This design comes from an exercise in tuning for small area, a short achievable clock period and few clock cycles per item on the open sky130 flow, not from production work.
The RTL was checked by simulation tests, not by an equivalence proof against the original design.

===== design.v =====
module dge_sha256 (
    input  wire         clk,
    input  wire         rst,             
    input  wire         start,
    input  wire         resume,
    input  wire [255:0] resume_h,        
    input  wire [63:0]  resume_count,    
    input  wire         abort,
    input  wire         in_valid,
    output wire         in_ready,
    input  wire [63:0]  in_data,
    input  wire         in_last,
    input  wire [3:0]   in_nbytes,
    output wire         busy,
    output reg          done,
    output reg          err,
    output wire [255:0] digest
);
    integer i;
    reg         busy_r;
    reg         addc;        
    reg         init;        
    reg         kv;          
    reg         ring;        
    reg  [5:0]  q;           
    reg  [3:0]  sp;          
    reg         ended;       
    reg         m80;         
    reg         lenhere;     
    reg         lastblk;     
    reg  [5:0]  off;         
    reg  [54:0] blk;         
    reg         full;        
    reg  [31:0] H [0:7];
    reg  [31:0] a, b, c, d, e, f, g, h;
    reg  [31:0] w [0:15];    
    reg  [31:0] kk;          
    reg [31:0] kq;
    always @(*) begin
        case (q)
            6'd0:  kq = 32'h428a2f98; 6'd1:  kq = 32'h71374491; 6'd2:  kq = 32'hb5c0fbcf; 6'd3:  kq = 32'he9b5dba5;
            6'd4:  kq = 32'h3956c25b; 6'd5:  kq = 32'h59f111f1; 6'd6:  kq = 32'h923f82a4; 6'd7:  kq = 32'hab1c5ed5;
            6'd8:  kq = 32'hd807aa98; 6'd9:  kq = 32'h12835b01; 6'd10: kq = 32'h243185be; 6'd11: kq = 32'h550c7dc3;
            6'd12: kq = 32'h72be5d74; 6'd13: kq = 32'h80deb1fe; 6'd14: kq = 32'h9bdc06a7; 6'd15: kq = 32'hc19bf174;
            6'd16: kq = 32'he49b69c1; 6'd17: kq = 32'hefbe4786; 6'd18: kq = 32'h0fc19dc6; 6'd19: kq = 32'h240ca1cc;
            6'd20: kq = 32'h2de92c6f; 6'd21: kq = 32'h4a7484aa; 6'd22: kq = 32'h5cb0a9dc; 6'd23: kq = 32'h76f988da;
            6'd24: kq = 32'h983e5152; 6'd25: kq = 32'ha831c66d; 6'd26: kq = 32'hb00327c8; 6'd27: kq = 32'hbf597fc7;
            6'd28: kq = 32'hc6e00bf3; 6'd29: kq = 32'hd5a79147; 6'd30: kq = 32'h06ca6351; 6'd31: kq = 32'h14292967;
            6'd32: kq = 32'h27b70a85; 6'd33: kq = 32'h2e1b2138; 6'd34: kq = 32'h4d2c6dfc; 6'd35: kq = 32'h53380d13;
            6'd36: kq = 32'h650a7354; 6'd37: kq = 32'h766a0abb; 6'd38: kq = 32'h81c2c92e; 6'd39: kq = 32'h92722c85;
            6'd40: kq = 32'ha2bfe8a1; 6'd41: kq = 32'ha81a664b; 6'd42: kq = 32'hc24b8b70; 6'd43: kq = 32'hc76c51a3;
            6'd44: kq = 32'hd192e819; 6'd45: kq = 32'hd6990624; 6'd46: kq = 32'hf40e3585; 6'd47: kq = 32'h106aa070;
            6'd48: kq = 32'h19a4c116; 6'd49: kq = 32'h1e376c08; 6'd50: kq = 32'h2748774c; 6'd51: kq = 32'h34b0bcb5;
            6'd52: kq = 32'h391c0cb3; 6'd53: kq = 32'h4ed8aa4a; 6'd54: kq = 32'h5b9cca4f; 6'd55: kq = 32'h682e6ff3;
            6'd56: kq = 32'h748f82ee; 6'd57: kq = 32'h78a5636f; 6'd58: kq = 32'h84c87814; 6'd59: kq = 32'h8cc70208;
            6'd60: kq = 32'h90befffa; 6'd61: kq = 32'ha4506ceb; 6'd62: kq = 32'hbef9a3f7; default: kq = 32'hc67178f2;
        endcase
    end
    function [31:0] bs0(input [31:0] x);
        bs0 = {x[1:0], x[31:2]} ^ {x[12:0], x[31:13]} ^ {x[21:0], x[31:22]};
    endfunction
    function [31:0] bs1(input [31:0] x);
        bs1 = {x[5:0], x[31:6]} ^ {x[10:0], x[31:11]} ^ {x[24:0], x[31:25]};
    endfunction
    function [31:0] ss0(input [31:0] x);
        ss0 = {x[6:0], x[31:7]} ^ {x[17:0], x[31:18]} ^ {3'b000, x[31:3]};
    endfunction
    function [31:0] ss1(input [31:0] x);
        ss1 = {x[16:0], x[31:17]} ^ {x[18:0], x[31:19]} ^ {10'b0, x[31:10]};
    endfunction
    function [63:0] csa(input [31:0] x, input [31:0] y, input [31:0] z);
        csa = {((x & y) | (x & z) | (y & z)) << 1, x ^ y ^ z};
    endfunction
    wire [31:0] s1 = bs1(e);
    wire [31:0] ch = (e & f) ^ (~e & g);
    wire [31:0] s0 = bs0(a);
    wire [31:0] mj = (a & b) ^ (a & c) ^ (b & c);
    wire [63:0] p  = csa(h, kk, w[15]);                  
    wire [63:0] pv = csa(p[31:0], p[63:32], d);          
    wire [63:0] ex = csa(pv[31:0], pv[63:32], s1);
    wire [63:0] ey = csa(ex[31:0], ex[63:32], ch);
    wire [63:0] at = csa(s1, ch, s0);
    wire [63:0] au = csa(p[31:0], p[63:32], mj);
    wire [63:0] ax = csa(at[31:0], at[63:32], au[31:0]);
    wire [63:0] ay = csa(ax[31:0], ax[63:32], au[63:32]);
    wire [31:0] e_n = ey[31:0] + ey[63:32];
    wire [31:0] a_n = ay[31:0] + ay[63:32];
    wire [63:0] sa = csa(ss1(w[14]), w[9], ss0(w[1]));
    wire [63:0] sb = csa(sa[31:0], sa[63:32], w[0]);
    wire [31:0] sched = sb[31:0] + sb[63:32];
    wire feed_slot = busy_r & (addc | (q != 6'd0) | ~kv);
    wire from_in   = ~q[5] & ~q[4] & ~ended;
    wire turn0     = (sp == 4'd0);
    assign in_ready = feed_slot & from_in & q[0] & turn0;
    wire bad_last  = in_ready & in_valid & in_last & (in_nbytes > 4'd8);
    wire feed_ok   = feed_slot & (~from_in | (turn0 & in_valid & ~bad_last));
    reg [31:0] bword;
    always @(*) begin
        for (i = 0; i < 4; i = i + 1) begin
            if (!in_last || ({q[0], 2'(i)} < in_nbytes))
                bword[31-8*i -: 8] = in_data[32*q[0] + 8*i +: 8];
            else if ({q[0], 2'(i)} == in_nbytes)
                bword[31-8*i -: 8] = 8'h80;
            else
                bword[31-8*i -: 8] = 8'h00;
        end
    end
    wire [63:0] len = {blk, off, 3'b000};
    wire [31:0] gen = (q[3:1] == 3'd7 && lenhere) ? (q[0] ? len[31:0] : len[63:32]) :
                      m80 ? 32'h80000000 : 32'd0;
    wire [31:0] newword = (q[5] | q[4]) ? sched : (ended ? gen : bword);
    wire [31:0] suma = H[3] + (init ? 32'd0 : a);
    wire [31:0] sume = H[7] + (init ? 32'd0 : e);
    wire [255:0] iv = {32'h6a09e667, 32'hbb67ae85, 32'h3c6ef372, 32'ha54ff53a,
                       32'h510e527f, 32'h9b05688c, 32'h1f83d9ab, 32'h5be0cd19};
    wire [255:0] rh;         
    genvar gi;
    generate
        for (gi = 0; gi < 32; gi = gi + 1) begin : g_rh
            assign rh[255-8*gi -: 8] = resume_h[8*gi +: 8];
        end
    endgenerate
    wire [255:0] sv = resume ? rh : iv;
    wire [255:0] h_cat = {H[0], H[1], H[2], H[3], H[4], H[5], H[6], H[7]};
    generate
        for (gi = 0; gi < 32; gi = gi + 1) begin : g_dig
            assign digest[8*gi +: 8] = h_cat[255-8*gi -: 8];
        end
    endgenerate
    assign busy = busy_r;
    wire go = ~busy_r & start & ~abort & ~rst;
    always @(posedge clk) begin
        kk <= kq;
        for (i = 0; i < 15; i = i + 1)
            w[i] <= w[i+1];
        w[15] <= feed_ok ? newword : w[0];
        if (addc) begin
            a <= suma; b <= H[0]; c <= H[1]; d <= H[2];
            e <= sume; f <= H[4]; g <= H[5]; h <= H[6];
        end else begin
            b <= a; c <= b; d <= c;
            f <= e; g <= f; h <= g;
            if (kv) begin
                a <= a_n; e <= e_n;
            end else begin
                a <= d; e <= h;
            end
        end
    end
    always @(posedge clk) begin
        if (go) begin
            {H[3], H[0], H[1], H[2], H[7], H[4], H[5], H[6]} <= sv;
        end else if (ring) begin
            H[0] <= suma; H[1] <= H[0]; H[2] <= H[1]; H[3] <= H[2];
            H[4] <= sume; H[5] <= H[4]; H[6] <= H[5]; H[7] <= H[6];
        end
    end
    always @(posedge clk) begin
        if (rst) begin
            busy_r <= 1'b0;
            done   <= 1'b0;
            err    <= 1'b0;
            addc   <= 1'b0;
            ring   <= 1'b0;
            kv     <= 1'b0;
            sp     <= 4'd0;
        end else if (abort) begin
            busy_r <= 1'b0;
            done   <= 1'b0;
            err    <= 1'b0;
            addc   <= 1'b0;
            ring   <= 1'b0;
            kv     <= 1'b0;
            sp     <= 4'd0;
        end else if (!busy_r) begin
            addc <= 1'b0;
            ring <= 1'b0;
            kv   <= 1'b0;
            sp   <= 4'd0;
            if (start) begin
                done <= 1'b0;
                err  <= 1'b0;
                if (resume && resume_count[5:0] != 6'd0) begin
                    done <= 1'b1;
                    err  <= 1'b1;
                end else begin
                    busy_r <= 1'b1;
                    addc   <= 1'b1;
                    ring   <= 1'b1;
                end
            end
        end else if (bad_last) begin
            busy_r <= 1'b0;
            done   <= 1'b1;
            err    <= 1'b1;
            addc   <= 1'b0;
            ring   <= 1'b0;
            kv     <= 1'b0;
        end else begin
            kv   <= feed_ok;
            ring <= (ring & ~addc) | (feed_ok & (q == 6'd61));
            addc <= kv & (q == 6'd0) & ~addc;
            if (feed_slot && !feed_ok)
                sp <= sp + 4'd1;
            if (addc && lastblk) begin
                busy_r <= 1'b0;
                done   <= 1'b1;
                addc   <= 1'b0;
                ring   <= 1'b0;
                kv     <= 1'b0;
            end
        end
    end
    always @(posedge clk) begin
        if (go)
            blk <= resume ? resume_count[60:6] : 55'd0;
        else
            blk <= blk + {54'd0, full};
    end
    always @(posedge clk) begin
        if (go) begin
            init    <= 1'b1;
            q       <= 6'd0;
            ended   <= 1'b0;
            m80     <= 1'b0;
            lenhere <= 1'b0;
            lastblk <= 1'b0;
            full    <= 1'b0;
        end else begin
            if (addc)
                init <= 1'b0;
            full <= feed_ok & from_in & q[0] & (q[3:1] == 3'd7) & (~in_last | in_nbytes[3]);
            if (feed_ok) begin
                q <= q + 6'd1;
                if (from_in) begin
                    if (q[0]) begin
                        if (in_last) begin
                            ended   <= 1'b1;
                            off     <= {q[3:1], 3'b000} + {2'b00, in_nbytes};
                            m80     <= in_nbytes[3];
                            lenhere <= !(q[3:1] == 3'd6 && in_nbytes[3]);
                        end
                    end
                end else if (~q[5] & ~q[4]) begin
                    m80 <= 1'b0;
                    if (q[3:0] == 4'd15) begin
                        lenhere <= 1'b1;
                        if (lenhere)
                            lastblk <= 1'b1;
                    end
                end
            end
        end
    end
endmodule

===== run.sh =====
#!/bin/bash
# synth_recipe.tcl (not shown) runs the flow's synth.tcl, then flattens the netlist and writes it again
# the make line also repeats each setting of config.mk as NAME=value (left out here)
make -C /OpenROAD-flow-scripts/flow DESIGN_CONFIG=/design/flow/config.mk WORK_HOME=/design/flow/orfs CLKGATE_MAP_FILE= SYNTH_SCRIPT=/design/flow/synth_recipe.tcl finish

===== config.mk =====
export PLATFORM = sky130hd
export DESIGN_NAME = dge_sha256
export DESIGN_NICKNAME = dge_sha256
export VERILOG_FILES = /design/flow/design.v
export SDC_FILE = /design/flow/constraint.sdc
export NUM_CORES = 4
export LEC_CHECK = 0
export CAP_MARGIN = 20
export CORE_MARGIN = 2
export CORE_UTILIZATION = 40
export SLEW_MARGIN = 20

===== constraint.sdc =====
create_clock -name core_clock -period 10.0 [get_ports {clk}]
set_input_delay 2.0000 -clock core_clock [delete_from_list [all_inputs] [get_ports {clk}]]
set_output_delay 2.0000 -clock core_clock [all_outputs]
set_load 0.01 [all_outputs]

==> impl_metrics.toml, run 1 <==
[hold_path]
min_to = "w[12][9]"
hp-class = "reg -> reg"
whs_path_depth = 0
min_from = "w[13][9]"

[floorplan]
core_area_mm2 = 0.142
die_area_mm2 = 0.146
pin_count = 655
rows = 138
die_w_um = 382
die_h_um = 382
initial_core_util_pct = 40.4

[synthesis]
ys_seq_area_share_pct = 44.4
yosysWarnings = 3
synthCells = 5643
ys_ff_latch = 1139
ys_types = 82
avgSynthCellArea_um2 = 10.1
netlist_area_mm2 = 0.0573
postSynth.asyncResetShare_pct = 0
synth_edf_count = 262
syn-num-nets = 6528
synthFlopType = "dfxtp_1"

[layout]
nNetsFinal = 7017
final_core_util_pct = 49.0
area_growth_pct = 21.3
drive_gt1_share_pct = 7.94
fillCellCount = 13200
final_area_mm2 = 0.0694
stdcell_count = 8130
layout_common_cells = "869 x dfxtp_1, 650 x clkdlybuf4s50_1, 468 x nand2_1, 456 x inv_1, 325 x nor2_1"
final_common_cell = "dfxtp_1"

[sta]
slew_headroom_pct = 24.2
worst_pin_slew_ps = 1130
post-route-min-period_ps = 6280
finalSetupViolations = 0
fin_ws_ps = 3720
slew_viol_final = 0
finalCritPeriodShare_pct = 62.8
holdWs_ps = 312
hold_viol = 0
rsz0062_at_grt = "false"
setup_tns_ps = 0
fin_worst_skew_ps = 61.7
fmax_ghz = 0.159

[critical_path]
rrSetupSlack_ps = 3840
cp-end-kind = "output port"
crit_fanout = 35
worstPathRequired_ps = 8000
worstSetupPathType = "reg -> out"
cp.arrival_ps = 4280
critPathLaunchType = "register"
rr_startpoint = "b[2]"
r2r_end = "a[30]"
reg2regPathDepth = 18

[run]
max-cap-violations = 0

[clocking]
cts-root-buf = "clkbuf_16"
cts_hold_buffers = 0
ctsLongestPathBuffers = 3
post_cts_buffers = 0
cts_htree_levels = 3
cts.clk_slew.worst_paths_ps = 60
tritoncts = "done"
clk_latency_ps = 770
cts.sinks = 1139
cts-resized-gates = 0
numCtsBuffers = 117

[place]
hpwl_um = 165000
dp.cells = 7902
gp_congestion = 0.985
placed_area_mm2 = 0.0653
io_buffer_count = 651
dpl_worst_slack_ps = 3870

[global_route]
grt_max_degree = 211
grt_antenna_before_repair = 12
grt_pass1_vias = 42700
gr-total-overflow = 0
track_usage_pct = 28.1
grt_pass1_wl_um = 300000

[routing]
drtIter0Drc = 4200
avgViaCountPerCell = 5.38
vias = 43800
firstDrtPassIters = 6
drc = 0
avgRoutedWirePerCell_um = 25.8
wirelength_um = 210000
ant_nets = 0

[run_status]
outcome = "finished clean"
-- worst max path at each step --
stage | startpoint | end | slack (ps) | cells after the start
after floorplan | start | H[0][0] | 870 | 4
after global placement | a[2] | a[30] | 3930 | 19
after detailed placement | b[2] | a[30] | 3870 | 18
after CTS | kv | in_ready | 3680 | 8
after global routing | e[1] | a[30] | 3610 | 20
final | kv | in_ready | 3720 | 8
-- flip-flops by register name, summed over array words and instances, names as in the netlist, 4 cells and up --
name and cells:
kk 32, blk 55, a 32, off 6, q 6, c 32
f 32, sp 4, h 32, g 32, b 32, d 32
e 32, H 256, w 512
-- layout make-up --
cell class	instances	area, um2	area share, %
multi-input combinational	3720	28900	41.6
sequential	1139	25400	36.6
timing repair buffer	696	6910	9.95
clock buffer	161	3410	4.92
tap	1890	2360	3.41
inverter	458	1720	2.48
clock inverter	59	662	0.953
antenna	7	17.5	0.0252
-- routing by layer --
metal | GRT usage [%] | share of wire [%]
met1 | 37.4 | 43
met5 | 0 | 0.023
met3 | 4.54 | 6.2
met4 | 8.79 | 3.3
met2 | 46.7 | 48
-- synthesized netlist by cell type (11+ instances only) --
cell,count,area [um2]
dfxtp_1,877,17600
nand2_1,469,1760
inv_1,456,1710
nor2_1,326,1220
o21ai_0,310,1550
fa_1,308,6170
xnor2_1,302,2650
clkbuf_1,292,1100
edfxtp_1,262,7870
a21oi_1,252,1260
nand3_1,244,1220
mux2_2,212,2390
ha_1,182,2280
a31oi_1,157,982
xor2_1,146,1280
a21o_1,116,871
nor2b_1,99,619
mux2i_1,74,741
a211oi_1,45,338
nor3_1,43,215
nand4_1,36,225
a221oi_1,33,289
buf_1,31,116
o211ai_1,30,225
o22ai_1,25,156
and3_1,24,150
nand2b_1,24,150
o21a_1,22,165
o31ai_1,20,150
o21bai_1,16,120
a22oi_1,15,113
nor3b_1,15,113
or3_1,14,87.6
o311ai_0,11,96.3
-- cell families (layout without fill, tap and decap cells) --
group                      after synthesis  in the layout  synth area share [%]
AOI/OAI and AO/OA                     1150           1150                  12.5
xor gates and xnor gates               448            448                  6.85
adders and majority gates              492            492                  14.8
buffers and inverters                  784           1374                  5.15
DFF                                   1139           1139                  44.4
muxes                                  291            291                  5.66
other                                    0              7                     0
and+or+nand+nor                       1339           1339                  10.6
-- critical path, cell delays in order (launching register included) --
cell	delay (ps)
dfxtp_4	330
buf_4	400
clkinv_1	120
buf_4	330
nor2_1	920
nand4_1	550
nand3_1	270
nor2_1	90
clkdlybuf4s50_1	490
Testbench counts, summed over its fixed seeds: cycles 81,368, bytes 61,945.
==> inputs of run 2 (changes only) <==
--- a/config.mk
+++ b/config.mk
@@ -5,7 +5,9 @@
 export SDC_FILE = /design/flow/constraint.sdc
 export NUM_CORES = 4
 export LEC_CHECK = 0
+export ABC_AREA = 1
 export CAP_MARGIN = 20
 export CORE_MARGIN = 2
 export CORE_UTILIZATION = 40
+export SETUP_SLACK_MARGIN = 5
 export SLEW_MARGIN = 20
==> impl_metrics.toml, run 2 <==
[critical_path]
crit_family = "adder cells"
max_stage_delay_ps = 550
crit_fanout = 5
reg2regPathDepth = 16
critPathLaunchType = "register"
worstPathRequired_ps = 10670
rrSetupSlack_ps = 5080
cp.arrival_ps = 5590
cp.depth = 16
worstSetupStartpoint = "w[15][18]"
cp-endpoint = "e[24]"
rr_startpoint = "w[15][18]"
cp-end-kind = "register"
worstSetupPathType = "reg -> reg"
path_buf_inv = 2
crit_chain = "fa_1 > fa_1 > inv_1 > fa_1 > inv_1 > fa_1 > ha_1 > nand2_1 > nor3_1 > nand4_1 > nand3_1 > nand2_1 > nand3_1 > nand3_1 > nand3_1 > nand2_1"
critical_path.slowest_cell = "nor3_1"
r2r_end = "e[24]"

[layout]
multi_input_area_mm2 = 0.0298
final_area_mm2 = 0.0727
final_common_cell = "nand2_1"
largest_reg_flops = 512
drive_gt1_share_pct = 5.92
nNetsFinal = 8272
area_growth_pct = 22.6
regArea_mm2 = 0.0255
top_regs = "w (512), H (256), blk (55)"
regMostFlops = "w"
fillCellCount = 14200
layout_common_cells = "1156 x nand2_1, 903 x inv_1, 844 x dfxtp_1, 651 x clkdlybuf4s50_1, 600 x nor2_1"
final_core_util_pct = 49.3

[routing]
avgViaCountPerCell = 5.40
drtIter0Drc = 4917
firstDrtPassIters = 6
drc = 0
ant_nets = 0
avgRoutedWirePerCell_um = 28.4
vias = 51000
wirelength_um = 268000

[clocking]
tritoncts = "done"
cts_hold_buffers = 0
ctsLongestPathBuffers = 3
cts.clk_slew.worst_paths_ps = 60
numCtsBuffers = 121
cts_htree_levels = 3
clk_latency_ps = 800
cts-root-buf = "clkbuf_16"
cts.sinks = 1139

[synthesis]
synthCells = 6764
synth_area_leaders = "dfxtp_1 30%, edfxtp_1 13%, fa_1 10%"
ys_ff_latch = 1139
avgSynthCellArea_um2 = 8.77
synth_top_area_share_pct = 29.6
netlist_area_mm2 = 0.0593
syn-num-nets = 7649
synthFlopType = "dfxtp_1"
synth.most_common_cell = "nand2_1"
synth_edf_count = 262
ys_seq_area_share_pct = 42.9
synth.largest_area_cell = "dfxtp_1"
yosysWarnings = 3
synth.cells.most_frequent = "1160 x nand2_1, 906 x inv_1, 877 x dfxtp_1"
ys_types = 73
postSynth.asyncResetShare_pct = 0

[place]
dpl_worst_slack_ps = 4340
gp_congestion = 1.03
placed_area_mm2 = 0.0677
hpwl_um = 219000
io_buffer_count = 651

[run]
max-cap-violations = 0

[sta]
post-route-min-period_ps = 4920
finalSetupViolations = 0
fin_ws_ps = 5080
setup_tns_ps = 0
slew_headroom_pct = 20.3
fin_worst_skew_ps = 93.3
rsz0062_at_grt = "true"
slew_viol_final = 0
fmax_ghz = 0.203
hold_viol = 0
worst_pin_slew_ps = 1190
finalCritPeriodShare_pct = 49.2

[run_status]
outcome = "finished clean"

[global_route]
gr-total-overflow = 0
track_usage_pct = 34.5
grt_pass1_wl_um = 371000
grt_max_degree = 123
grt_pass1_vias = 50700
grt_antenna_before_repair = 13

[floorplan]
pin_count = 655
die_w_um = 389
initial_core_util_pct = 40.2
die_h_um = 389
die_area_mm2 = 0.151
core_area_mm2 = 0.147
rows = 141

[hold_path]
hp-class = "reg -> reg"
==> run 2: final cells by class <==
cell class	instances	area share (%)
Multi-Input combinational cell	4489	41.0
Sequential cell	1139	35.0
Timing Repair Buffer	719	9.75
Inverter	916	4.81
Clock buffer	159	4.63
Tap cell	1930	3.32
Clock inverter	73	1.43
Antenna cell	10	0.0344
Timing Repair inverter	1	0.0120
==> run 2: per-layer routing <==
| layer | share of wire [%] | vias to the layer above | GRT usage, % |
|---|---|---|---|
| met5 | 0.0071 | - | 0 |
| met4 | 4.8 | 2 | 14.4 |
| met3 | 6.5 | 430 | 5.28 |
| met2 | 48 | 2072 | 58.4 |
| met1 | 41 | 25100 | 43.8 |
| li1 | - | 23400 | - |
==> run 2: timing repair <==
| item | 4_1_cts | 5_1_grt |
|---|---|---|
| gates resized for setup | 54 | 71 |
| pin swaps | 2 | 5 |
| buffers inserted | 4 | 9 |
| endpoints found under the hold margin | 0 | 0 |
| endpoints found under the setup margin | 29 | 49 |
| gates cloned | 2 | 1 |
==> run 2: cells by family after synthesis <==
family | count (synthesis) | synth area share [%]
XOR/XNOR | 367 | 5.42
buffers and inverters | 1138 | 7.44
AO/OA/AOI/OAI | 1291 | 13.2
multiplexers | 29 | 0.490
adder cells (fa/ha/maj) | 491 | 14.3
flip-flops | 1139 | 42.9
AND/OR/NAND/NOR | 2309 | 16.3
==> run 2: metrics by stage <==
stage,hold WS [ps],std cells
after floorplan,310,6764
after global placement,310,9177
after detailed placement,312,9178
after CTS,282,9416
after global routing,285,9432
final,294,9436
==> run 2: worst min-delay path by stage <==
stage / from / endpoint / slack (ps) / depth (start not counted)
2_1_floorplan: w[11][0] / w[10][0] / 310 / 0
3_3_place_gp: w[10][26] / w[9][26] / 310 / 0
3_5_place_dp: w[11][1] / w[10][1] / 310 / 0
4_1_cts: w[12][12] / w[11][12] / 280 / 0
5_1_grt: w[11][4] / w[10][4] / 290 / 0
6_report: w[11][4] / w[10][4] / 290 / 0
==> inputs of run 3 (changes only) <==
--- a/design.v
+++ b/design.v
@@ -76,9 +76,9 @@
     wire [31:0] s0 = bs0(a);
     wire [31:0] mj = (a & b) ^ (a & c) ^ (b & c);
     wire [63:0] p  = csa(h, kk, w[15]);                  
-    wire [63:0] pv = csa(p[31:0], p[63:32], d);          
-    wire [63:0] ex = csa(pv[31:0], pv[63:32], s1);
-    wire [63:0] ey = csa(ex[31:0], ex[63:32], ch);
+    wire [63:0] ex = csa(d, s1, ch);
+    wire [63:0] ey0 = csa(p[31:0], p[63:32], ex[31:0]);
+    wire [63:0] ey = csa(ey0[31:0], ey0[63:32], ex[63:32]);
     wire [63:0] at = csa(s1, ch, s0);
     wire [63:0] au = csa(p[31:0], p[63:32], mj);
     wire [63:0] ax = csa(at[31:0], at[63:32], au[31:0]);
==> impl_metrics.toml, run 3 <==
[floorplan]
initial_core_util_pct = 40.3
core_area_mm2 = 0.148
die_area_mm2 = 0.152
die_h_um = 390
pin_count = 655
rows = 141
die_w_um = 390

[synthesis]
synth_edf_count = 262
yosysWarnings = 3
synth_top_area_share_pct = 29.4
synth_area_leaders = "dfxtp_1 29%, edfxtp_1 13%, fa_1 9.2%"
avgSynthCellArea_um2 = 8.49
ys_types = 61
synth.largest_area_cell = "dfxtp_1"
netlist_area_mm2 = 0.0597
synth.most_common_cell = "nand2_1"
postSynth.asyncResetShare_pct = 0
ys_seq_area_share_pct = 42.6
synthCells = 7033
ys_ff_latch = 1139
synth.cells.most_frequent = "1297 x nand2_1, 1026 x inv_1, 877 x dfxtp_1"
syn-num-nets = 7894
synthFlopType = "dfxtp_1"

[routing]
vias = 51300
avgRoutedWirePerCell_um = 26.7
ant_nets = 0
firstDrtPassIters = 6
avgViaCountPerCell = 5.32
drc = 0
wirelength_um = 257000
drtIter0Drc = 4538

[sta]
post-route-min-period_ps = 4990
fmax_ghz = 0.200
finalSetupViolations = 0
fin_worst_skew_ps = 89.8
hold_viol = 0
finalCritPeriodShare_pct = 49.9
worst_pin_slew_ps = 1130
rsz0062_at_grt = "true"
setup_tns_ps = 0
slew_viol_final = 0
slew_headroom_pct = 23.7

[clocking]
ctsLongestPathBuffers = 3
cts_htree_levels = 3
numCtsBuffers = 117
clk_latency_ps = 780
cts.sinks = 1139
cts-root-buf = "clkbuf_16"
tritoncts = "done"
cts.clk_slew.worst_paths_ps = 70

[run_status]
outcome = "finished clean"

[layout]
top_regs = "w (512), H (256), blk (55)"
area_growth_pct = 21.7
drive_gt1_share_pct = 4.97
nNetsFinal = 8471
final_common_cell = "nand2_1"
fillCellCount = 14400
largest_reg_flops = 512
regMostFlops = "w"
layout_common_cells = "1291 x nand2_1, 1018 x inv_1, 857 x dfxtp_1, 650 x clkdlybuf4s50_1, 573 x nor2_1"

[critical_path]
worstPathRequired_ps = 10630
crit_fanout = 4
worstSetupStartpoint = "h[2]"
cp-end-kind = "register"
worstSetupPathType = "reg -> reg"
rr_startpoint = "h[2]"
cp.arrival_ps = 5620
critPathLaunchType = "register"

[place]
gp_congestion = 0.982
io_buffer_count = 651
hpwl_um = 209000

[global_route]
grt_pass1_vias = 50700
grt_pass1_wl_um = 361000
grt_max_degree = 170
grt_antenna_before_repair = 8
track_usage_pct = 33.0
gr-total-overflow = 0

[hold_path]
min_from = "w[4][9]"
hp-class = "reg -> reg"

[run]
max-cap-violations = 0
run 3: timing repair:
action,CTS,global route
hold buffers,0,0
cloned,1,0
gates resized for setup,29,62
pin swaps,3,5
buffers inserted,6,4
setup endpoints to repair,24,36
run 3: worst paths after layout:
path / end / slack [ps] / cells after the start
worst min-delay path: w[3][9] / 280 / 0
worst min register to register: w[3][9] / 280 / 0
worst max register to register: a[28] / 5010 / 20
worst max-delay path: a[28] / 5010 / 20
run 3: kinds of logic after synthesis:
logic type	after synthesis	synth area share [%]
simple gates	2414	16.8
xor+xnor	389	5.71
buf+inv	1282	8.10
flops	1139	42.6
mux	24	0.402
compound gates	1294	12.8
fa+ha+maj	491	13.6
run 3: critical path, stage by stage, from the launching register on:
cell and delay (ps):
dfxtp_1 350, clkinvlp_4 240, fa_2 680, inv_1 80, fa_1 480, inv_1 50
fa_1 540, inv_1 50, fa_1 440, ha_2 230, fa_2 430, nand3_1 110
nand2_2 110, nand2_1 110, a21oi_1 70, o21ai_1 420, nand3_1 140, nand2_1 80
nand3_1 120, nand3_1 130, nand2_1 60
run 3: per-layer routing:
layer	track usage, %	share of wire, %	up-vias
li1	-	-	24000
met1	42.9	42	25000
met2	55.5	48	1871
met3	4.65	6.0	405
met4	12.5	4.3	4
met5	0	0.010	-
run 3: layout make-up:
| class | count | area (um2) | area share [%] |
|---|---|---|---|
| antenna | 3 | 7.51 | 0.0103 |
| sequential | 1139 | 25500 | 35.0 |
| clock inverter | 60 | 742 | 1.02 |
| tap | 1930 | 2410 | 3.32 |
| clock buffer | 161 | 3400 | 4.67 |
| multi-input combinational | 4612 | 29700 | 40.9 |
| inverter | 1034 | 3910 | 5.37 |
| timing repair buffer | 706 | 7030 | 9.67 |
run 3: through the flow:
stage               setup WS, ps  hold WS (ps)  utilization, %  cells  cell area, um2
floorplan                   5050           310               -   7033           59700
global placement            4640           310            46.0   9410           68100
detailed placement          4620           312            46.0   9410           68100
CTS                         4910           263            48.9   9638           72400
global route                4860           280            49.1   9642           72700
finish                      5010           276            49.1   9645           72700
Testbench counts of run 3, summed over its fixed seeds: cycles 81,368, bytes 61,945.
==> inputs of run 4 (changes only) <==
==> flow/run.sh (new file) <==
#!/bin/bash
set -euo pipefail
bash standard.sh SETUP_SLACK_MARGIN=6 finish > layout.log 2>&1
==> standard.sh (new file) <==
#!/bin/bash
# synth_recipe.tcl (not shown) runs the flow's synth.tcl, then flattens the netlist and writes it again
# the make line also repeats each setting of config.mk as NAME=value (left out here)
make -C /OpenROAD-flow-scripts/flow DESIGN_CONFIG=/design/flow/config.mk WORK_HOME=/design/flow/orfs CLKGATE_MAP_FILE= SYNTH_SCRIPT=/design/flow/synth_recipe.tcl "${@:-finish}"
--- a/config.mk
+++ b/config.mk
@@ -9,5 +9,4 @@
 export CAP_MARGIN = 20
 export CORE_MARGIN = 2
 export CORE_UTILIZATION = 40
-export SETUP_SLACK_MARGIN = 5
 export SLEW_MARGIN = 20
removed: run.sh
==> impl_metrics.toml, run 4 <==
[place]
hpwl_um = 207000
io_buffer_count = 651
gp_congestion = 1.01

[clocking]
cts_hold_buffers = 0
cts.sinks = 1139
numCtsBuffers = 119
cts-root-buf = "clkbuf_16"
ctsLongestPathBuffers = 3
cts.clk_slew.worst_paths_ps = 60
tritoncts = "done"
cts_htree_levels = 3
clk_latency_ps = 800

[critical_path]
crit_fanout = 4
path_buf_inv = 4
max_stage_delay_ps = 650
critical_path.slowest_cell = "fa_2"
worstSetupPathType = "reg -> reg"
r2r_end = "a[28]"
cp-end-kind = "register"
crit_family = "adder cells"
reg2regPathDepth = 20
critPathLaunchType = "register"
worstPathRequired_ps = 10640
cp.arrival_ps = 5040
rr_startpoint = "h[2]"
crit_chain = "inv_4 > fa_2 > inv_2 > fa_1 > inv_2 > fa_1 > inv_1 > fa_1 > ha_4 > fa_2 > nand3_4 > nand2_4 > nand2_4 > a21oi_1 > o21ai_2 > nand3_1 > nand2_1 > nand3_1 > nand3_1 > nand2_1"
rrSetupSlack_ps = 5600

[synthesis]
synth.largest_area_cell = "dfxtp_1"
synth.cells.most_frequent = "1297 x nand2_1, 1026 x inv_1, 877 x dfxtp_1"
synth_edf_count = 262
synth.most_common_cell = "nand2_1"
ys_ff_latch = 1139
synth_area_leaders = "dfxtp_1 29%, edfxtp_1 13%, fa_1 9.2%"
yosysWarnings = 3
ys_types = 61
postSynth.asyncResetShare_pct = 0
netlist_area_mm2 = 0.0597
synthFlopType = "dfxtp_1"
syn-num-nets = 7894
avgSynthCellArea_um2 = 8.49
synth_top_area_share_pct = 29.4
synthCells = 7033
ys_seq_area_share_pct = 42.6

[sta]
finalCritPeriodShare_pct = 44.0
setup_tns_ps = 0
hold_viol = 0
slew_headroom_pct = 19.7
post-route-min-period_ps = 4400
fmax_ghz = 0.227
worst_pin_slew_ps = 1200
rsz0062_at_grt = "true"
slew_viol_final = 0
finalSetupViolations = 0
fin_worst_skew_ps = 101

[layout]
regMostFlops = "w"
top_regs = "w (512), H (256), blk (55)"
layout_common_cells = "1192 x nand2_1, 909 x inv_1, 766 x dfxtp_1, 649 x clkdlybuf4s50_1, 525 x nor2_1"
final_common_cell = "nand2_1"
nNetsFinal = 8696
largest_reg_flops = 512
drive_gt1_share_pct = 16.4
area_growth_pct = 31.9

[routing]
firstDrtPassIters = 8
drc = 0
avgRoutedWirePerCell_um = 26.7
ant_nets = 0
vias = 53200
avgViaCountPerCell = 5.39
drtIter0Drc = 4738
wirelength_um = 264000

[global_route]
grt_max_degree = 188
gr-total-overflow = 0
grt_antenna_before_repair = 5
grt_pass1_vias = 52500
grt_pass1_wl_um = 371000
track_usage_pct = 33.7

[floorplan]
die_h_um = 390
die_area_mm2 = 0.152
rows = 141
pin_count = 655
die_w_um = 390
initial_core_util_pct = 40.3
core_area_mm2 = 0.148

[hold_path]
whs_path_depth = 0
min_to = "w[10][12]"
min_from = "w[11][12]"
hp-class = "reg -> reg"

[run]
max-cap-violations = 0

[run_status]
outcome = "finished clean"
[run 4: cell counts after synthesis]
No cell type changed its count.
[run 4: logic make-up (layout without fill, tap and decap cells)]
family                     after synthesis  after routing  synth area share [%]
DFF                                   1139           1139                  42.6
and+or+nand+nor                       2414           2416                  16.8
xor gates and xnor gates               389            389                  5.71
muxes                                   24             24                 0.402
AOI/OAI and AO/OA                     1294           1294                  12.8
other                                    0              2                     0
buffers and inverters                 1282           2187                  8.10
adders and majority gates              491            491                  13.6
[run 4: layout make-up]
| cell class | count | area (um2) |
|---|---|---|
| antenna | 2 | 5.00 |
| tap | 1930 | 2410 |
| clock inverter | 53 | 602 |
| sequential | 1139 | 25700 |
| multi-input combinational | 4614 | 33500 |
| timing repair inverter | 2 | 17.5 |
| fill | 13800 | 69300 |
| clock buffer | 173 | 3560 |
| timing repair buffer | 925 | 8990 |
| inverter | 1034 | 4020 |
[run 4: how the worst max path moves through the flow]
| stage | from | to | slack (ps) | cells after the start |
|---|---|---|---|---|
| 2_1_floorplan | abort | H[0][0] | 5260 | 5 |
| 3_3_place_gp | start | H[7][20] | 4100 | 7 |
| 3_5_place_dp | start | H[4][22] | 4110 | 7 |
| 4_1_cts | w[15][23] | a[27] | 5600 | 18 |
| 5_1_grt | w[15][23] | a[30] | 5470 | 19 |
| 6_report | h[2] | a[28] | 5600 | 20 |
[run 4: layer usage]
layer	up-vias	wire length [um]	track usage, %
li1	24500	-	-
met2	2109	123000	55.2
met5	-	12	0
met1	26200	111000	44.4
met4	2	12700	14.3
met3	439	17200	5.07
[run 4: repair_timing]
| item | in CTS | in global routing |
|---|---|---|
| gates cloned | 6 | 0 |
| resized for setup | 808 | 374 |
| buffers inserted | 162 | 62 |
| pin swaps | 237 | 243 |
| setup endpoints to repair | 466 | 121 |
[run 4: through the flow]
stage | hold WS (ps) | worst slack [ps] | cells | util (%) | cell area, um2
finish | 291 | 5600 | 9872 | 53.2 | 78800
global route | 294 | 5470 | 9872 | 53.2 | 78800
CTS | 284 | 5600 | 9808 | 51.9 | 76900
detailed placement | 312 | 4110 | 9414 | 46.1 | 68200
global placement | 310 | 4100 | 9414 | 46.1 | 68200
floorplan | 310 | 5260 | 7033 | - | 59800
==> inputs of run 5 (changes only) <==
==> flow/run.sh (replaced) <==
#!/bin/bash
set -euo pipefail
bash standard.sh SETUP_SLACK_MARGIN=6.5 "BUFFER_PORTS_ARGS=-buffer_cell sky130_fd_sc_hd__buf_1" finish > layout.log 2>&1
==> impl_metrics.toml, run 5 <==
[run_status]
outcome = "finished clean"

[synthesis]
syn-num-nets = 7894
netlist_area_mm2 = 0.0597
postSynth.asyncResetShare_pct = 0
synth_edf_count = 262
synth_top_area_share_pct = 29.4
yosysWarnings = 3
ys_seq_area_share_pct = 42.6
ys_types = 61
synth.cells.most_frequent = "1297 x nand2_1, 1026 x inv_1, 877 x dfxtp_1"
ys_ff_latch = 1139
avgSynthCellArea_um2 = 8.49
synth.most_common_cell = "nand2_1"
synthFlopType = "dfxtp_1"
synth.largest_area_cell = "dfxtp_1"
synth_area_leaders = "dfxtp_1 29%, edfxtp_1 13%, fa_1 9.2%"
synthCells = 7033

[layout]
top_regs = "w (512), H (256), blk (55)"
final_common_cell = "nand2_1"
final_area_mm2 = 0.0766
regMostFlops = "w"
area_growth_pct = 28.3
drive_gt1_share_pct = 19.2
nNetsFinal = 8747
final_core_util_pct = 51.8
layout_common_cells = "1171 x nand2_1, 915 x inv_1, 755 x dfxtp_1, 648 x buf_1, 520 x nor2_1"
stdcell_count = 9924
largest_reg_flops = 512

[critical_path]
rr_startpoint = "a[16]"
cp-end-kind = "register"
worstPathRequired_ps = 10690
critPathLaunchType = "register"
crit_fanout = 5
reg2regPathDepth = 20
worstSetupPathType = "reg -> reg"
r2r_end = "a[29]"
cp.arrival_ps = 5050
rrSetupSlack_ps = 5640

[clocking]
numCtsBuffers = 118
clk_latency_ps = 810
tritoncts = "done"
cts.clk_slew.worst_paths_ps = 70
cts.sinks = 1139
cts-root-buf = "clkbuf_16"
cts_hold_buffers = 0
cts_htree_levels = 3
ctsLongestPathBuffers = 3

[floorplan]
pin_count = 655
die_w_um = 390
initial_core_util_pct = 40.3
core_area_mm2 = 0.148
die_area_mm2 = 0.152
rows = 141
die_h_um = 390

[place]
io_buffer_count = 651
dp.cells = 9408
placed_area_mm2 = 0.0654
gp_congestion = 1.01
hpwl_um = 200000

[global_route]
grt_max_degree = 90
grt_pass1_vias = 52400
track_usage_pct = 32.7
grt_pass1_wl_um = 361000
gr-total-overflow = 0
grt_antenna_before_repair = 12
busiest_layer = "met2"
grtUsageMet3_pct = 5.01
grtUsageMet2_pct = 52.9
gr-usage-met1_pct = 42.9

[routing]
wirelength_um = 259000
vias = 54000
drc = 0
avgViaCountPerCell = 5.44
drtIter0Drc = 4818
firstDrtPassIters = 6
ant_nets = 0
avgRoutedWirePerCell_um = 26.1

[sta]
post-route-min-period_ps = 4360
fin_worst_skew_ps = 83.6
finalSetupViolations = 0
slew_viol_final = 0
hold_viol = 0
rsz0062_at_grt = "true"
slew_headroom_pct = 30.2
setup_tns_ps = 0
fmax_ghz = 0.229
finalCritPeriodShare_pct = 43.6
worst_pin_slew_ps = 1050

[hold_path]
min_from = "w[13][4]"
min_to = "w[12][4]"
whs_path_depth = 0
hp-class = "reg -> reg"

[run]
max-cap-violations = 0
## run 5: final cells by class
| class | count | area (um2) |
|---|---|---|
| multi-input combinational | 4618 | 34800 |
| clock inverter | 57 | 651 |
| tap | 1930 | 2410 |
| timing repair buffer | 974 | 5440 |
| timing repair inverter | 1 | 8.76 |
| sequential | 1139 | 25700 |
| fill | 13900 | 71400 |
| antenna | 6 | 15.0 |
| inverter | 1034 | 4010 |
| clock buffer | 165 | 3490 |
## run 5: worst max-delay path by stage
stage	endpoint	slack [ps]	from
finish	a[29]	5640	a[16]
floorplan	H[0][0]	5260	abort
global placement	H[5][11]	4480	start
detailed placement	H[6][8]	4430	start
CTS	a[18]	5670	w[15][2]
global route	a[31]	5530	w[15][20]
## run 5: metrics by stage
stage | hold WS (ps) | setup WS (ps)
6_report | 281 | 5640
4_1_cts | 283 | 5670
3_3_place_gp | 310 | 4480
3_5_place_dp | 312 | 4430
2_1_floorplan | 310 | 5260
5_1_grt | 286 | 5530
## run 5: logic make-up (layout without fill, tap and decap cells)
group	Yosys count	after routing	synth area share, %
AND/OR/NAND/NOR	2414	2420	16.8
other	0	6	0
buffers and inverters	1282	2231	8.10
adder cells (fa/ha/maj)	491	491	13.6
XOR/XNOR	389	389	5.71
AO/OA/AOI/OAI	1294	1294	12.8
flip-flops	1139	1139	42.6
multiplexers	24	24	0.402
## run 5: what timing repair did
item | CTS | global route
resized for setup | 797 | 361
gates cloned | 9 | 2
setup buffers | 185 | 92
pin swaps | 278 | 299
setup endpoints to repair | 632 | 189
## run 5: metal layers
| metal | up-vias | wire length, um |
|---|---|---|
| met5 | - | 41 |
| met4 | 6 | 14900 |
| met3 | 553 | 18000 |
| met2 | 2373 | 119000 |
| met1 | 26500 | 106000 |
| li1 | 24500 | - |
## run 5: worst max-delay path, cell delays in order (launching register included)
cell	delay, ps
dfxtp_1	610
xnor2_1	190
xor2_1	480
inv_1	140
xor2_1	210
fa_1	540
inv_1	50
fa_1	520
ha_4	240
nand2_2	80
nand2_1	80
a21oi_4	150
nor2_1	70
nor2_2	170
nor2_2	80
nor2_2	170
nand2_1	90
nand2_2	90
nand3_4	100
nand3_2	130
nand2_1	50
==> inputs of run 6 (changes only) <==
==> flow/run.sh (replaced) <==
#!/bin/bash
set -euo pipefail
bash standard.sh SETUP_SLACK_MARGIN=6 "BUFFER_PORTS_ARGS=-buffer_cell sky130_fd_sc_hd__buf_1" finish > layout.log 2>&1
==> impl_metrics.toml, run 6 <==
[run_status]
outcome = "finished clean"

[clocking]
numCtsBuffers = 118
cts.clk_slew.worst_paths_ps = 60
cts-root-buf = "clkbuf_16"
ctsLongestPathBuffers = 3
clk_latency_ps = 810
cts.sinks = 1139
tritoncts = "done"
cts_hold_buffers = 0
cts_htree_levels = 3

[floorplan]
rows = 141
pin_count = 655
die_w_um = 390
core_area_mm2 = 0.148
initial_core_util_pct = 40.3
die_h_um = 390
die_area_mm2 = 0.152

[routing]
ant_nets = 0
drc = 0
met2_wirelength_um = 123000
drtIter0Drc = 4660
avgViaCountPerCell = 5.37
wirelength_um = 259000
top_layer = "met5"
wl_met1_um = 106000
wl_met3_um = 16200
firstDrtPassIters = 6
avgRoutedWirePerCell_um = 26.2
vias = 53200

[synthesis]
synth.cells.most_frequent = "1297 x nand2_1, 1026 x inv_1, 877 x dfxtp_1"
synthCells = 7033
synth.largest_area_cell = "dfxtp_1"
netlist_area_mm2 = 0.0597
ys_types = 61
ys_ff_latch = 1139
avgSynthCellArea_um2 = 8.49
synthFlopType = "dfxtp_1"
postSynth.asyncResetShare_pct = 0
synth.most_common_cell = "nand2_1"
ys_seq_area_share_pct = 42.6
syn-num-nets = 7894
yosysWarnings = 3
synth_area_leaders = "dfxtp_1 29%, edfxtp_1 13%, fa_1 9.2%"
synth_top_area_share_pct = 29.4
synth_edf_count = 262

[layout]
regMostFlops = "w"
fillCellCount = 14100
final_common_cell = "nand2_1"
top_regs = "w (512), H (256), blk (55)"
layout_common_cells = "1191 x nand2_1, 925 x inv_1, 769 x dfxtp_1, 650 x buf_1, 530 x nor2_1"
area_growth_pct = 25.7
final_area_mm2 = 0.0751
stdcell_count = 9899
drive_gt1_share_pct = 16.1
nNetsFinal = 8725
largest_reg_flops = 512

[place]
io_buffer_count = 651
dp.cells = 9425
gp_congestion = 1.00
hpwl_um = 203000
dpl_worst_slack_ps = 4630
placed_area_mm2 = 0.0642

[critical_path]
rrSetupSlack_ps = 5530
rr_startpoint = "h[3]"
critPathLaunchType = "register"
cp.arrival_ps = 5010
worstPathRequired_ps = 10550
crit_chain = "clkinvlp_4 > fa_2 > inv_2 > fa_1 > inv_1 > fa_1 > fa_1 > inv_2 > ha_4 > nand2_4 > nand2_4 > buf_4 > and2_4 > nand4_1 > nand4_1 > nand3_1 > o21ai_0 > o21ai_0"
reg2regPathDepth = 18
cpMostUsedCell = "fa_1"
path_buf_inv = 5
crit_fanout = 3
cp.depth = 18
cp-end-kind = "register"
max_stage_delay_ps = 620
worstSetupStartpoint = "h[3]"
r2r_end = "a[21]"
critical_path.slowest_cell = "fa_2"
crit_family = "adder cells"
worstSetupPathType = "reg -> reg"
cp-endpoint = "a[21]"

[global_route]
grt_antenna_before_repair = 5
gr-total-overflow = 0
track_usage_pct = 33.0
grt_pass1_vias = 52200
grt_max_degree = 94
grt_pass1_wl_um = 363000

[sta]
worst_pin_slew_ps = 1110
slew_viol_final = 0
fmax_ghz = 0.224
finalCritPeriodShare_pct = 44.7
slew_headroom_pct = 25.7
setup_tns_ps = 0
holdWs_ps = 262
post-route-min-period_ps = 4470
finalSetupViolations = 0
fin_ws_ps = 5530
hold_viol = 0
rsz0062_at_grt = "true"
fin_worst_skew_ps = 116

[run]
max-cap-violations = 0

[hold_path]
hp-class = "reg -> reg"
==> run 6: changes by cell type in the layout (fill, tap and decap cells not counted), moves of 20 or more <==
cell,delta
nand3_1,+28
xnor2_1,+22
xor2_1,+20
fa_2,-21
o21ai_0,+33
a21oi_1,+37
nand2_1,+20
nand3_2,-21
nand2_4,-23
fa_1,+21
a21oi_2,-24
==> run 6: worst reg2reg max path: stages (launching register included) <==
cell and delay, ps:
dfxtp_4 370, clkinvlp_4 210, fa_2 630, inv_2 40, fa_1 480, inv_1 50
fa_1 450, fa_1 510, inv_2 60, ha_4 280, nand2_4 50, nand2_4 70
buf_4 100, and2_4 180, nand4_1 200, nand4_1 170, nand3_1 120, o21ai_0 150
o21ai_0 100
==> run 6: area by class of cell <==
cell class | count | area, um2 | area share [%]
multi-input combinational | 4614 | 33500 | 44.6
tap | 1930 | 2410 | 3.22
antenna | 1 | 2.50 | 0.00333
clock inverter | 59 | 757 | 1.01
sequential | 1139 | 25700 | 34.2
inverter | 1034 | 4030 | 5.37
timing repair inverter | 1 | 6.26 | 0.00833
clock buffer | 165 | 3410 | 4.54
timing repair buffer | 956 | 5260 | 7.01
==> run 6: kinds of logic (layout without fill, tap and decap cells) <==
kind of cell / after synthesis / after routing / synth area share (%)
other: 0 / 1 / 0
AO/OA/AOI/OAI: 1294 / 1294 / 12.8
XOR/XNOR: 389 / 389 / 5.71
multiplexers: 24 / 24 / 0.402
AND/OR/NAND/NOR: 2414 / 2416 / 16.8
buffers and inverters: 1282 / 2215 / 8.10
adder cells (fa/ha/maj): 491 / 491 / 13.6
flip-flops: 1139 / 1139 / 42.6
==> run 6: per-layer routing <==
layer / GRT usage [%] / up-vias
met5: 0 / -
met2: 55.3 / 1996
li1: - / 24500
met3: 4.97 / 498
met4: 14.7 / 2
met1: 42.1 / 26200
==> run 6: worst min path at each step <==
stage	from	endpoint	slack, ps	cells after the start
3_3_place_gp	w[3][11]	w[2][11]	310	0
3_5_place_dp	w[11][19]	w[10][19]	310	0
2_1_floorplan	w[11][0]	w[10][0]	310	0
5_1_grt	w[12][1]	w[11][1]	270	0
6_report	w[2][2]	w[1][2]	260	0
4_1_cts	w[2][2]	w[1][2]	250	0
==> run 6: through the flow <==
step | util [%]
floorplan | -
global placement | 43.3
detailed placement | 43.3
CTS | 49.5
global route | 50.7
finish | 50.7
==> run 6: repair_timing <==
item | 4_1_cts | 5_1_grt
endpoints found under the setup margin | 303 | 225
cloned | 8 | 1
setup buffers | 166 | 74
resized for setup | 836 | 321
pin swaps | 234 | 213
==> inputs of run 7 (changes only) <==
--- a/config.mk
+++ b/config.mk
@@ -8,5 +8,6 @@
 export ABC_AREA = 1
 export CAP_MARGIN = 20
 export CORE_MARGIN = 2
-export CORE_UTILIZATION = 40
+export CORE_UTILIZATION = 50
 export SLEW_MARGIN = 20
+export TNS_END_PERCENT = 20
==> impl_metrics.toml, run 7 <==
[run_status]
outcome = "finished clean"

[clocking]
tritoncts = "done"
clk_latency_ps = 770
cts-root-buf = "clkbuf_16"
cts.clk_slew.worst_paths_ps = 70
numCtsBuffers = 113
ctsLongestPathBuffers = 3
cts_hold_buffers = 0
cts_htree_levels = 3
cts.sinks = 1139

[synthesis]
synth_top_area_share_pct = 29.4
synth.most_common_cell = "nand2_1"
synth.cells.most_frequent = "1297 x nand2_1, 1026 x inv_1, 877 x dfxtp_1"
netlist_area_mm2 = 0.0597
postSynth.asyncResetShare_pct = 0
yosysWarnings = 3
synth.largest_area_cell = "dfxtp_1"
synth_area_leaders = "dfxtp_1 29%, edfxtp_1 13%, fa_1 9.2%"
ys_ff_latch = 1139
ys_seq_area_share_pct = 42.6
syn-num-nets = 7894
ys_types = 61
synthFlopType = "dfxtp_1"
synthCells = 7033
avgSynthCellArea_um2 = 8.49
synth_edf_count = 262

[sta]
finalCritPeriodShare_pct = 44.7
worst_pin_slew_ps = 1100
slew_viol_final = 0
finalSetupViolations = 0
rsz0062_at_grt = "true"
fmax_ghz = 0.224
hold_viol = 0
slew_headroom_pct = 26.1
fin_worst_skew_ps = 104
post-route-min-period_ps = 4470
setup_tns_ps = 0

[run]
max-cap-violations = 0

[global_route]
grt_pass1_vias = 51700
grt_pass1_wl_um = 349000
grt_antenna_before_repair = 11
grt_max_degree = 146
track_usage_pct = 39.5
gr-total-overflow = 0

[layout]
area_growth_pct = 22.6
nNetsFinal = 8662
final_common_cell = "nand2_1"
drive_gt1_share_pct = 14.5
top_regs = "w (512), H (256), blk (55)"
regMostFlops = "w"
final_area_mm2 = 0.0732
layout_common_cells = "1206 x nand2_1, 943 x inv_1, 775 x dfxtp_1, 650 x buf_1, 542 x nor2_1"
largest_reg_flops = 512

[critical_path]
critPathLaunchType = "register"
cp-end-kind = "register"
cp.arrival_ps = 5030
crit_fanout = 4
worstSetupPathType = "reg -> reg"
worstPathRequired_ps = 10560

[routing]
avgRoutedWirePerCell_um = 26.6
firstDrtPassIters = 9
drtIter0Drc = 6249
ant_nets = 0
drc = 0
vias = 54200
wirelength_um = 251000
avgViaCountPerCell = 5.74

[place]
gp_congestion = 1.07
placed_area_mm2 = 0.0636
io_buffer_count = 651
hpwl_um = 194000

[floorplan]
core_area_mm2 = 0.118
die_h_um = 350
die_w_um = 350
initial_core_util_pct = 50.5
pin_count = 655
rows = 126
die_area_mm2 = 0.122

[hold_path]
hp-class = "reg -> reg"
[run 7: worst paths after layout]
kind                              start       to  slack [ps]  cells after the start
worst max-delay path              kk[2]    a[22]        5530                     19
worst max register to register    kk[2]    a[22]        5530                     19
worst min-delay path            w[2][0]  w[1][0]         300                      0
worst min register to register  w[2][0]  w[1][0]         300                      0
[run 7: logic make-up after synthesis]
kind of cell,share of synthesized area (%)
simple gates,16.8
compound gates,12.8
buf+inv,8.10
flops,42.6
fa+ha+maj,13.6
xor+xnor,5.71
mux,0.402
[run 7: critical path, stage by stage (launching register included)]
cell and delay (ps):
dfxtp_2 330, inv_2 50, fa_2 670, inv_2 50
fa_1 490, inv_2 50, fa_2 560, inv_2 40
fa_2 440, ha_4 210, fa_2 400, nand3_2 90
nand2_4 90, buf_4 140, nand4_1 140, nand3_1 100
nand2_1 60, nand3_1 120, o211ai_1 170, nand2_1 70
[run 7: routing by layer]
metal  wire (um)  GRT usage [%]  share of wire [%]  vias up
met5          51              0              0.020        -
met3       21800           6.58                8.7      695
met1       98500           51.6                 39    26300
met2      113000           61.9                 45     2883
li1            -              -                  -    24400
met4       17300           23.0                6.9        8
[run 7: timing repair]
action	in CTS	in global routing
resized for setup	658	335
buffers inserted	126	67
pin swaps	206	200
endpoints found under the hold margin	0	0
endpoints found under the setup margin	187	392
gates cloned	4	4
[run 7: layout make-up]
class / instances / area (um2)
Fill cell: 10300 / 45000
Multi-Input combinational cell: 4613 / 33000
Sequential cell: 1139 / 25600
Timing Repair Buffer: 899 / 4730
Inverter: 1034 / 3980
Clock buffer: 161 / 3220
Tap cell: 1536 / 1920
Clock inverter: 52 / 687
Antenna cell: 8 / 20.0
Timing Repair inverter: 1 / 8.76
[run 7: through the flow]
step / cells / utilization (%) / hold slack [ps] / worst slack [ps]
2_1_floorplan: 7033 / - / 310 / 5260
3_3_place_gp: 9021 / 53.8 / 310 / 4780
3_5_place_dp: 9021 / 53.8 / 312 / 4740
4_1_cts: 9364 / 60.3 / 291 / 5510
5_1_grt: 9438 / 61.9 / 296 / 5450
6_report: 9443 / 61.9 / 300 / 5530
==> inputs of run 8 (changes only) <==
--- a/config.mk
+++ b/config.mk
@@ -5,9 +5,7 @@
 export SDC_FILE = /design/flow/constraint.sdc
 export NUM_CORES = 4
 export LEC_CHECK = 0
-export ABC_AREA = 1
 export CAP_MARGIN = 20
 export CORE_MARGIN = 2
 export CORE_UTILIZATION = 50
 export SLEW_MARGIN = 20
-export TNS_END_PERCENT = 20
==> impl_metrics.toml, run 8 <==
[sta]
slew_headroom_pct = 18.5
finalCritPeriodShare_pct = 51.8
slew_viol_final = 0
fin_ws_ps = 4820
worst_pin_slew_ps = 1220
setup_tns_ps = 0
finalSetupViolations = 0
fmax_ghz = 0.193
rsz0062_at_grt = "true"
hold_viol = 0
post-route-min-period_ps = 5180
fin_worst_skew_ps = 128
holdWs_ps = 280

[routing]
avgRoutedWirePerCell_um = 25.8
wirelength_um = 209000
drc = 0
vias = 45800
firstDrtPassIters = 6
drtIter0Drc = 3810
ant_nets = 0
avgViaCountPerCell = 5.67

[global_route]
grt_pass1_wl_um = 295000
grt_max_degree = 182
grt_pass1_vias = 44700
grt_antenna_before_repair = 3
gr-total-overflow = 0
track_usage_pct = 34.1

[clocking]
cts.sinks = 1139
numCtsBuffers = 114
tritoncts = "done"
cts.clk_slew.worst_paths_ps = 70
cts_hold_buffers = 0
cts-root-buf = "clkbuf_16"
clk_latency_ps = 770
ctsLongestPathBuffers = 3
cts_htree_levels = 3

[layout]
regMostFlops = "w"
nNetsFinal = 7317
drive_gt1_share_pct = 17.3
multi_input_area_mm2 = 0.0323
final_core_util_pct = 61.7
regArea_mm2 = 0.0256
final_area_mm2 = 0.0707
top_regs = "w (512), H (256), blk (55)"
stdcell_count = 8072
largest_reg_flops = 512
final_common_cell = "dfxtp_1"
fillCellCount = 9724
area_growth_pct = 22.1
layout_common_cells = "795 x dfxtp_1, 649 x buf_1, 498 x inv_1, 414 x nand2_1, 352 x nor2_1"

[synthesis]
ys_ff_latch = 1139
synth.largest_area_cell = "dfxtp_1"
avgSynthCellArea_um2 = 10.0
synth.cells.most_frequent = "877 x dfxtp_1, 524 x inv_1, 423 x nand2_1"
synth_edf_count = 262
synth.most_common_cell = "dfxtp_1"
yosysWarnings = 3
synth_area_leaders = "dfxtp_1 30%, edfxtp_1 14%, fa_1 9.4%"
netlist_area_mm2 = 0.0579
syn-num-nets = 6636
ys_seq_area_share_pct = 43.9
synth_top_area_share_pct = 30.3
ys_types = 81
synthFlopType = "dfxtp_1"
postSynth.asyncResetShare_pct = 0
synthCells = 5775

[critical_path]
critical_path.slowest_cell = "fa_2"
critPathLaunchType = "register"
crit_chain = "clkinvlp_4 > fa_2 > inv_2 > fa_1 > inv_2 > fa_1 > inv_1 > fa_2 > ha_4 > a211oi_4 > o21ai_2 > a21oi_2 > o31a_1 > a211oi_2 > o21ai_2 > a21bo_2 > nor4b_2 > a21oi_1 > a22oi_1"
cp.arrival_ps = 5830
reg2regPathDepth = 19
worstSetupPathType = "reg -> reg"
crit_fanout = 4
rrSetupSlack_ps = 4820
worstPathRequired_ps = 10640
cp-end-kind = "register"
max_stage_delay_ps = 680

[run_status]
outcome = "finished clean"

[hold_path]
hp-class = "reg -> reg"
whs_path_depth = 0

[floorplan]
core_area_mm2 = 0.115
rows = 124
pin_count = 655
die_h_um = 344
initial_core_util_pct = 50.5
die_w_um = 344
die_area_mm2 = 0.119

[run]
max-cap-violations = 0

[place]
placed_area_mm2 = 0.0621
hpwl_um = 155000
dp.cells = 7665
io_buffer_count = 651
dpl_worst_slack_ps = 4410
gp_congestion = 0.974
run 8: repair_timing:
item                       CTS  global route
pin swaps                  162           155
resized for setup          409           212
cloned                       7             3
setup endpoints to repair  239           100
buffers inserted           107            69
run 8: cells by family after synthesis:
family,share of synthesized area (%)
compound gates,12.1
xor+xnor,7.56
fa+ha+maj,14.5
buf+inv,5.51
flops,43.9
mux,5.98
simple gates,10.4
run 8: final cells by class:
class | instances | area share, %
Antenna cell | 4 | 0.0142
Clock inverter | 61 | 1.13
Timing Repair Buffer | 885 | 6.79
Multi-Input combinational cell | 3787 | 45.6
Clock buffer | 155 | 4.66
Tap cell | 1512 | 2.67
Inverter | 529 | 2.84
Sequential cell | 1139 | 36.2
run 8: final timing paths:
kind | end | startpoint
max | a[30] | h[4]
min reg2reg | w[9][6] | w[10][6]
min | w[9][6] | w[10][6]
max reg2reg | a[30] | h[4]
run 8: critical path, delay by kind of cell, from the launching register on:
kind                       cells  cell delay, ps
adders and majority gates      5            2470
AOI/OAI and AO/OA              9            1590
buffers and inverters          4             400
DFF                            1             340
and+or+nand+nor                1             240
run 8: per-layer routing:
| metal | vias up | GRT usage, % | wire length, um |
|---|---|---|---|
| li1 | 21100 | - | - |
| met1 | 22500 | 40.6 | 79400 |
| met2 | 1727 | 59.4 | 103000 |
| met3 | 490 | 6.04 | 13200 |
| met4 | 0 | 16.4 | 12400 |
| met5 | - | 0 | 0 |

-- what the ideal ports hide --
How much do the figures lean on ideal ports? The routed layouts below were timed once more, with nothing changed but the port constraints.
Step 1, drivers: a clkbuf_16 drives clk and a buf_2 each remaining input, both assumed.
Step 2, shift: input delay + t, output delay - t, t = (earliest + latest rising clock arrival at the registers) / 2. This alone moves slack from input paths to output paths.
a / b / c = ideal ports / drivers / drivers and shift; a / b = the first two.
| run | shift t [ns] | setup slack, ns | latest minus earliest clock arrival (ns) |
|---|---|---|---|
| run 1 | 0.829 | 3.721 / 3.639 / 3.836 | 0.066 / 0.067 |
| run 2 | 0.850 | 5.082 / 5.007 / 4.585 | 0.097 / 0.097 |
| run 3 | 0.833 | 5.010 / 5.010 / 4.615 | 0.100 / 0.100 |
| run 4 | 0.852 | 5.597 / 5.597 / 5.209 | 0.111 / 0.111 |
| run 5 | 0.856 | 5.641 / 5.641 / 5.562 | 0.088 / 0.088 |
| run 6 | 0.847 | 5.532 / 5.532 / 5.403 | 0.124 / 0.125 |
| run 7 | 0.811 | 5.531 / 5.478 / 5.049 | 0.115 / 0.116 |
| run 8 | 0.797 | 4.815 / 4.815 / 4.815 | 0.142 / 0.141 |
After both steps every run listed still meets setup and hold. The setup slack of run 2, which loses most, moves by -0.075 ns with the drivers and by -0.497 ns with both steps.
